This is an optimization exercise on Yosys and OpenROAD, whose aim is small area, a short achievable clock period and few clock cycles per item, not a production implementation.
Only simulation tests tie the RTL to the original design; equivalence was not proved.

==> flow/design.v <==
module benes_solver #(
    parameter K = 6
) (
    input  wire                           clk,
    input  wire                           rst,
    input  wire                           start,
    input  wire [(1<<K)*K-1:0]            perm_in,
    output wire                           ready,
    output reg                            done,
    output wire [(2*K-1)*(1<<(K-1))-1:0]  states
);
    localparam N  = 64;
    localparam H  = 32;
    localparam NC = 11;
    reg  [5:0]      u [0:N-1];
    reg  [N-1:0]    p;           
    reg  [N-1:0]    asg;         
    reg  [5:2]      th;          
    reg  [4:0]      cnt;         
    reg             busy;
    reg             rdy;
    reg  [NC*H-1:0] st;
    assign ready  = rdy;
    assign states = st;
    wire [5:0] cm = {th, 2'b11};                         
    wire [4:0] lv = {~th[2], th[2] & ~th[3], th[3] & ~th[4], th[4] & ~th[5], th[5]};  
    wire last = &(cnt | ~{th, 1'b1});                    
    wire [N*6-1:0] t6;
    wire [32*6-1:0] t5;
    wire [16*6-1:0] t4;
    wire [8*6-1:0]  t3;
    wire [4*6-1:0]  t2;
    wire [2*6-1:0]  t1;
    wire [6-1:0]    t0;
    genvar g;
    generate
        for (g = 0; g < N; g = g + 1) begin : g_leaf
            assign t6[g*6 +: 6] = u[g] & {6{p[g]}};
        end
        for (g = 0; g < 32; g = g + 1) begin : g_t5
            assign t5[g*6 +: 6] = t6[(2*g)*6 +: 6] | t6[(2*g+1)*6 +: 6];
        end
        for (g = 0; g < 16; g = g + 1) begin : g_t4
            assign t4[g*6 +: 6] = t5[(2*g)*6 +: 6] | t5[(2*g+1)*6 +: 6];
        end
        for (g = 0; g < 8; g = g + 1) begin : g_t3
            assign t3[g*6 +: 6] = t4[(2*g)*6 +: 6] | t4[(2*g+1)*6 +: 6];
        end
        for (g = 0; g < 4; g = g + 1) begin : g_t2
            assign t2[g*6 +: 6] = t3[(2*g)*6 +: 6] | t3[(2*g+1)*6 +: 6];
        end
        for (g = 0; g < 2; g = g + 1) begin : g_t1
            assign t1[g*6 +: 6] = t2[(2*g)*6 +: 6] | t2[(2*g+1)*6 +: 6];
        end
    endgenerate
    assign t0 = t1[0 +: 6] | t1[6 +: 6];
    wire [16*6-1:0] tb;
    generate
        for (g = 0; g < 16; g = g + 1) begin : g_tb
            assign tb[g*6 +: 6] = ({6{lv[0]}} & t0)
                                | ({6{lv[1]}} & t1[(g>>3)*6 +: 6])
                                | ({6{lv[2]}} & t2[(g>>2)*6 +: 6])
                                | ({6{lv[3]}} & t3[(g>>1)*6 +: 6])
                                | ({6{lv[4]}} & t4[g*6 +: 6]);
        end
    endgenerate
    wire [N-1:0] m;
    generate
        for (g = 0; g < N; g = g + 1) begin : g_cam
            wire [5:0] tv = tb[(g>>2)*6 +: 6] ^ 6'd1;
            assign m[g] = &(~cm | ~(u[g] ^ tv));
        end
    endgenerate
    wire [N-1:0] c;                  
    generate
        for (g = 0; g < N; g = g + 1) begin : g_c
            assign c[g] = m[g ^ 1];
        end
    endgenerate
    wire [N-1:0] z6 = c & asg;
    wire [31:0]  z5;
    wire [15:0]  z4;
    wire [7:0]   z3;
    wire [3:0]   z2;
    wire [1:0]   z1;
    wire         z0;
    generate
        for (g = 0; g < 32; g = g + 1) begin : g_z5
            assign z5[g] = z6[2*g] | z6[2*g+1];
        end
        for (g = 0; g < 16; g = g + 1) begin : g_z4
            assign z4[g] = z5[2*g] | z5[2*g+1];
        end
        for (g = 0; g < 8; g = g + 1) begin : g_z3
            assign z3[g] = z4[2*g] | z4[2*g+1];
        end
        for (g = 0; g < 4; g = g + 1) begin : g_z2
            assign z2[g] = z3[2*g] | z3[2*g+1];
        end
        for (g = 0; g < 2; g = g + 1) begin : g_z1
            assign z1[g] = z2[2*g] | z2[2*g+1];
        end
    endgenerate
    assign z0 = z1[0] | z1[1];
    wire [15:0] zb;
    generate
        for (g = 0; g < 16; g = g + 1) begin : g_zb
            assign zb[g] = (lv[0] & z0) | (lv[1] & z1[g>>3]) | (lv[2] & z2[g>>2])
                         | (lv[3] & z3[g>>1]) | (lv[4] & z4[g]);
        end
    endgenerate
    wire [N-1:0] y = ~(asg | m);
    wire [7*N-1:0] a;
    assign a[0 +: N] = y;
    genvar s;
    generate
        for (s = 0; s < 6; s = s + 1) begin : g_pfx
            for (g = 0; g < N; g = g + 1) begin : g_b
                if (g & (1 << s)) begin : g_hi
                    assign a[(s+1)*N + g] = a[s*N + g] | (cm[s] & a[s*N + (g & ~((1 << s) - 1)) - 1]);
                end else begin : g_lo
                    assign a[(s+1)*N + g] = a[s*N + g];
                end
            end
        end
    endgenerate
    wire [N-1:0] f;
    generate
        for (g = 0; g < N; g = g + 1) begin : g_ff
            if (g == 0) begin : g_z
                assign f[g] = y[g];
            end else begin : g_nz
                localparam [5:0] GB = g;
                wire bstart = ~|(cm & GB);
                assign f[g] = y[g] & (bstart | ~a[6*N + g - 1]);
            end
        end
    endgenerate
    wire [N-1:0] pn;
    generate
        for (g = 0; g < N; g = g + 1) begin : g_pn
            assign pn[g] = zb[g>>2] ? f[g] : c[g];
        end
    endgenerate
    wire [H-1:0] in_en, in_v, out_en, out_v;
    generate
        for (g = 0; g < H; g = g + 1) begin : g_row
            wire [5:0] rv = tb[(g>>1)*6 +: 6];
            wire [4:0] rr = g;
            assign in_en[g]  = p[2*g] | p[2*g+1];
            assign in_v[g]   = p[2*g+1];
            assign out_en[g] = &(~cm[5:1] | ~(rv[5:1] ^ rr));
            assign out_v[g]  = rv[0];
        end
    endgenerate
    function [4:0] spec;
        input integer d;
        input integer r;
        integer k;
        begin
            spec = r;
            for (k = 0; k < 5; k = k + 1)
                if (k < d) spec[5-d+k] = r[4-k];
        end
    endfunction
    function [4:0] rev5;
        input integer r;
        integer k;
        begin
            for (k = 0; k < 5; k = k + 1)
                rev5[k] = r[4-k];
        end
    endfunction
    wire [H-1:0] sw;
    generate
        for (g = 0; g < H; g = g + 1) begin : g_sw
            wire [4:0] old;
            assign old[0] = st[0*H + spec(0, g)];
            assign old[1] = st[1*H + spec(1, g)];
            assign old[2] = st[2*H + spec(2, g)];
            assign old[3] = st[3*H + spec(3, g)];
            assign old[4] = st[4*H + spec(4, g)];
            assign sw[g] = in_en[g] ? in_v[g] : |(old & lv);
        end
    endgenerate
    wire [5:0] un [0:N-1];
    generate
        for (g = 0; g < H; g = g + 1) begin : g_mv
            wire [5:0] e0 = sw[g] ? u[2*g+1] : u[2*g];
            wire [5:0] e1 = sw[g] ? u[2*g]   : u[2*g+1];
            assign un[g]    = {e0[0], e0[5:1]};
            assign un[g+32] = {e1[0], e1[5:1]};
        end
    endgenerate
    wire accept = start & rdy;
    integer j, dd;
    always @(posedge clk) begin
        if (rst) begin
            busy <= 1'b0;
            rdy  <= 1'b0;
            done <= 1'b0;
        end else begin
            done <= busy & last & lv[4];
            if (accept) begin
                busy <= 1'b1;
                rdy  <= 1'b0;
            end else if (busy & last & lv[4]) begin
                busy <= 1'b0;
                rdy  <= 1'b1;
            end else if (busy) begin
                rdy  <= lv[4] & (cnt == 5'd0);
            end else begin
                rdy  <= 1'b1;
            end
        end
    end
    always @(posedge clk) begin
        if (accept) begin
            for (j = 0; j < N; j = j + 1)
                u[j] <= perm_in[j*6 +: 6];
            p   <= {{(N-1){1'b0}}, 1'b1};
            asg <= {{(N-1){1'b0}}, 1'b1};
            th  <= 4'b1111;
            cnt <= 5'd0;
        end else if (last) begin
            for (j = 0; j < N; j = j + 1)
                u[j][4:0] <= un[j][4:0];
            for (j = 0; j < N; j = j + 1) begin
                p[j]   <= ((j[5:0] & {1'b0, th[5:3], 2'b11}) == 6'd0);
                asg[j] <= ((j[5:0] & {1'b0, th[5:3], 2'b11}) == 6'd0);
            end
            th  <= {1'b0, th[5:3]};
            cnt <= 5'd0;
        end else begin
            p   <= pn;
            asg <= asg | m | pn;
            cnt <= cnt + 1'b1;
        end
    end
    always @(posedge clk) begin
        for (dd = 0; dd < 5; dd = dd + 1)
            for (j = 0; j < H; j = j + 1) begin
                if (lv[dd] & in_en[spec(dd, j)])
                    st[dd*H + j] <= in_v[spec(dd, j)];
                if (lv[dd] & out_en[spec(dd, j)])
                    st[(NC-1-dd)*H + j] <= out_v[spec(dd, j)];
            end
        if (lv[4] & last)
            for (j = 0; j < H; j = j + 1)
                st[5*H + j] <= un[rev5(j) * 2][0];
    end
endmodule
==> flow/run.sh <==
#!/bin/bash
# synth_recipe.tcl (not shown) runs the flow's synth.tcl, then flattens the netlist and writes it again
# the make line also repeats each setting of config.mk as NAME=value (left out here)
make -C /OpenROAD-flow-scripts/flow DESIGN_CONFIG=/design/flow/config.mk WORK_HOME=/design/flow/orfs CLKGATE_MAP_FILE= SYNTH_SCRIPT=/design/flow/synth_recipe.tcl finish
==> flow/config.mk <==
export PLATFORM = sky130hd
export DESIGN_NAME = benes_solver
export DESIGN_NICKNAME = benes_solver
export VERILOG_FILES = /design/flow/design.v
export SDC_FILE = /design/flow/constraint.sdc
export NUM_CORES = 4
export LEC_CHECK = 0
export CAP_MARGIN = 20
export CORE_MARGIN = 2
export CORE_UTILIZATION = 40
export SLEW_MARGIN = 20
==> flow/constraint.sdc <==
create_clock -name core_clock -period 10.0 [get_ports {clk}]
set_input_delay 2.0000 -clock core_clock [delete_from_list [all_inputs] [get_ports {clk}]]
set_output_delay 2.0000 -clock core_clock [all_outputs]
set_load 0.01 [all_outputs]
==> reports/qor.yml <==
r2r_start: "p[53]$_SDFF_PP0_"
route.detailed.wl_per_inst_um: 38.7
row_count: 129
synth-adder-area-share_pct: 0.0505
post-cts-setup-buffers: 0
globalplace.congestion: 1.09
root_cell_of_the_clock_tree: "sky130_fd_sc_hd__clkbuf_16"
detail_route.wirelength_mm: 281
fillCellCount: 11300
crit_path_start_kind: "flip-flop"
port-buffer-count: 740
endpoint_kind: "flip-flop"
post-synth-top-count-cell: "sky130_fd_sc_hd__edfxtp_1"
setup-violations-final: 0
clk_path_buf_depth: 3
core_area_um2: 123000
register_to_register_setup_slack_ps: 2140
grt_setup_unrepaired: "false"
synthTopCellsByArea: "sky130_fd_sc_hd__edfxtp_1 45%, sky130_fd_sc_hd__mux2i_1 6.2%, sky130_fd_sc_hd__dfxtp_1 5.7%, sky130_fd_sc_hd__nor2_1 5.1%, sky130_fd_sc_hd__o21ai_0 4.0%"
die_h_um: 356
global_route.usage.total_pct: 42.8
max-slew-margin-rel_pct: 16.2
initialDrtViolationCount: 8046
drt_drc_violations_left: 0
crit_type: "flip-flop to flip-flop"
timing_max_transition_violations_final: 0
area.growth.synth_to_final_pct: 25.5
seq_cells_post_synth: 876
synth-edff-count: 736
tritoncts_buffer_count: 99
first_global_vias: 43200
finalWorstSetupSlack_ps: 2140
detailed_place_hpwl_mm: 219
critical-path-slowest-cell: "sky130_fd_sc_hd__a2111oi_4"
netlist_instances: 4903
syn-mean-instance-area_um2: 10.1
final-instance-count-excl-fill: 7267
setup.worst_path.start: "p[53]$_SDFF_PP0_"
clock_tree.htree_level_count: 3
layout_worst_path_cycle_share_pct: 78.6
combinational_family_with_the_most_area_after_synthesis: "compound AO/OA/AOI/OAI gates"
initial_core_util_pct: 40.2
hold_path.class: "flip-flop to flip-flop"
cts_repair_resize_count: 0
grt_first_pass_wirelength_mm: 372
die_width_um: 356
hold_path_startpoint: "busy$_SDFFE_PP0P_"
grt_start_max_net_pins: 201
gr-total-overflow: 0
max_cap_viol_count: 0
hold_viol_final: 0
synth.largest_area_cell: "sky130_fd_sc_hd__edfxtp_1"
fin_crit_ps: 7860
seq_total_area_yosys_pct: 50.3
tritoncts: "built"
drive_gt1_share_pct: 8.68
finalHoldWorstSlack_ps: 486
grt_busiest_layer: "met1"
number_of_i_o_pins: 741
post_synth_instance_area_um2: 49500
yosys-top-cells-count: "736 x sky130_fd_sc_hd__edfxtp_1, 667 x sky130_fd_sc_hd__nor2_1, 515 x sky130_fd_sc_hd__nand2_1"
postCtsHoldBufs: 0
cts.sink_count: 876
synth_cell_types: 113
basic_gate_share_of_the_synthesized_area_counting_and_or_nand_and_nor_cells_pct: 15.9
route.antenna.remaining_nets: 0
number_of_antenna_violations_at_the_first_check_in_global_routing: 13
ys.flop_type: "sky130_fd_sc_hd__edfxtp_1"
max_freq_mhz: 127
worstPathMaxFanout: 23
critical_path_required_ps: 10560
placed_cells_incl_taps: 7077
critPathArrivalTime_ps: 8410
clock_latency_on_the_worst_skew_pair_ps: 710
global_route.usage.met3_pct: 15.3
cts.reportedPaths.clkPinSlew_ps: 60
synthesis.yosys.warnings: 2
critical_path.cell_chain: "a22o_1 -> a221oi_1 -> and4_1 -> a21oi_4 -> a2111oi_4 -> xnor2_1 -> nand4_1 -> o22ai_1 -> a211o_1 -> nor4_2 -> a41oi_4 -> nor4_2 -> o21ai_0 -> o21ai_0 -> a21oi_1"
die_area_um2: 127000
synth_mux_area_share_pct: 7.20
grt_use_met2_pct: 58.1
complex_gate_fraction_of_the_synthesized_area_pct: 18.6
via_per_inst: 6.59
timing.clock.skew_ps: 27.7
status: "timing/DRC/antenna clean"
post-synth-top-area-fraction_pct: 44.6
final_nets: 5932
synthesis.nets: 5292
final.setup.tns_ps: 0
drt_first_pass_iters: 10
postSynth.asyncResetShare_pct: 0
utilization_pct: 50.4
worst_path_largest_cell_delay_ps: 1140
grt_util_met1_pct: 60.3
detailroute.via_count: 47900
synthXorXnorAreaFrac_pct: 4.54
dp_slack_ps: 2760
worst-slew-pin-transition_ps: 1260
[critical path: cells and delay by family, from the launching register on]
| family | cells | cell delay, ps |
|---|---|---|
| xor gates and xnor gates | 1 | 500 |
| and+or+nand+nor | 4 | 2550 |
| DFF | 1 | 660 |
| AOI/OAI and AO/OA | 10 | 3960 |
[worst paths after layout]
check             cells past startpoint            endpoint
hold reg to reg                       1     done$_SDFF_PP0_
setup reg to reg                     15  asg[31]$_SDFF_PP0_
setup / recovery                     15  asg[31]$_SDFF_PP0_
hold / removal                        1     done$_SDFF_PP0_
[stage by stage]
stage / area (um^2)
3_3_place_gp: 58800
4_1_cts: 62100
2_1_floorplan: 49600
3_5_place_dp: 58800
5_1_grt: 62200
6_report: 62200
[state kept, by name (all words and copies together), names as in the netlist]
| register | flops |
|---|---|
| u | 384 |
| st | 352 |
| asg | 64 |
| p | 64 |
| cnt | 5 |
| th | 4 |
| busy | 1 |
| done | 1 |
| rdy | 1 |
[cells by family after synthesis]
logic type / after synthesis
simple gates: 1692
compound gates: 1313
fa+ha+maj: 2
mux: 351
buf+inv: 412
flops: 876
xor+xnor: 257
[cell type report]
class | instances | area, um^2 | area share [%]
antenna | 7 | 17.5 | 0.0282
clock buffer | 122 | 2630 | 4.24
clock inverter | 59 | 642 | 1.03
inverter | 72 | 288 | 0.463
multi-input combinational | 3615 | 23100 | 37.2
sequential | 876 | 24900 | 40.1
tap | 1637 | 2050 | 3.29
timing repair buffer | 879 | 8510 | 13.7
[cells in the final DEF (no fill, tap or decap), drive strengths merged, types with 34 or more instances in the layout]
cell type	netlist	final
a22oi	142	142
nand2	516	516
clkdlybuf4s50	0	740
xnor2	133	133
xor2	124	124
nand4	57	57
a31oi	34	34
nor3	73	73
dfxtp	140	140
clkbuf	197	123
a21oi	197	197
a22o	58	58
nor2	667	667
a222oi	36	36
nor4	45	45
mux2	42	42
o21ai	409	409
nand2b	50	50
edfxtp	736	736
inv	68	80
mux2i	309	309
nand3	63	63
buf	143	138
a221oi	78	78
[metal layers]
| layer | vias up | routed length, um | part of all wire [%] |
|---|---|---|---|
| met4 | 20 | 15100 | 5.4 |
| li1 | 19700 | - | - |
| met1 | 23600 | 116000 | 41 |
| met2 | 3863 | 111000 | 39 |
| met5 | - | 237 | 0.084 |
| met3 | 635 | 39400 | 14 |
Testbench counts, summed over its fixed seeds: cycles 11,912, solves 192.

## afterwards: timing with drivers on the ports
In the flow no input, the clock included, has a driving cell. The finished layout below was timed again as built, in two steps.
Step 1 assumes that a clkbuf_16 drives the clock port and a buf_2 every other input.
Step 2 moves the port delays by t, midway between the first and last clock arrival at a register: inputs arrive t later, outputs are due t later. That takes back most of the time a late clock gives input paths.
Slacks: ideal / step 1 / step 2; pairs: ideal / step 1.
t (ns): 0.784
slack for setup (ns): 2.143 / 2.143 / 2.143
clock arrival spread, ns: 0.028 / 0.028
slew at the worst register clock pin (ns): 0.07 / 0.07
After both steps this run still meets setup and hold. The setup slack of this run moves by 0.000 ns with the drivers and by 0.000 ns with both steps.
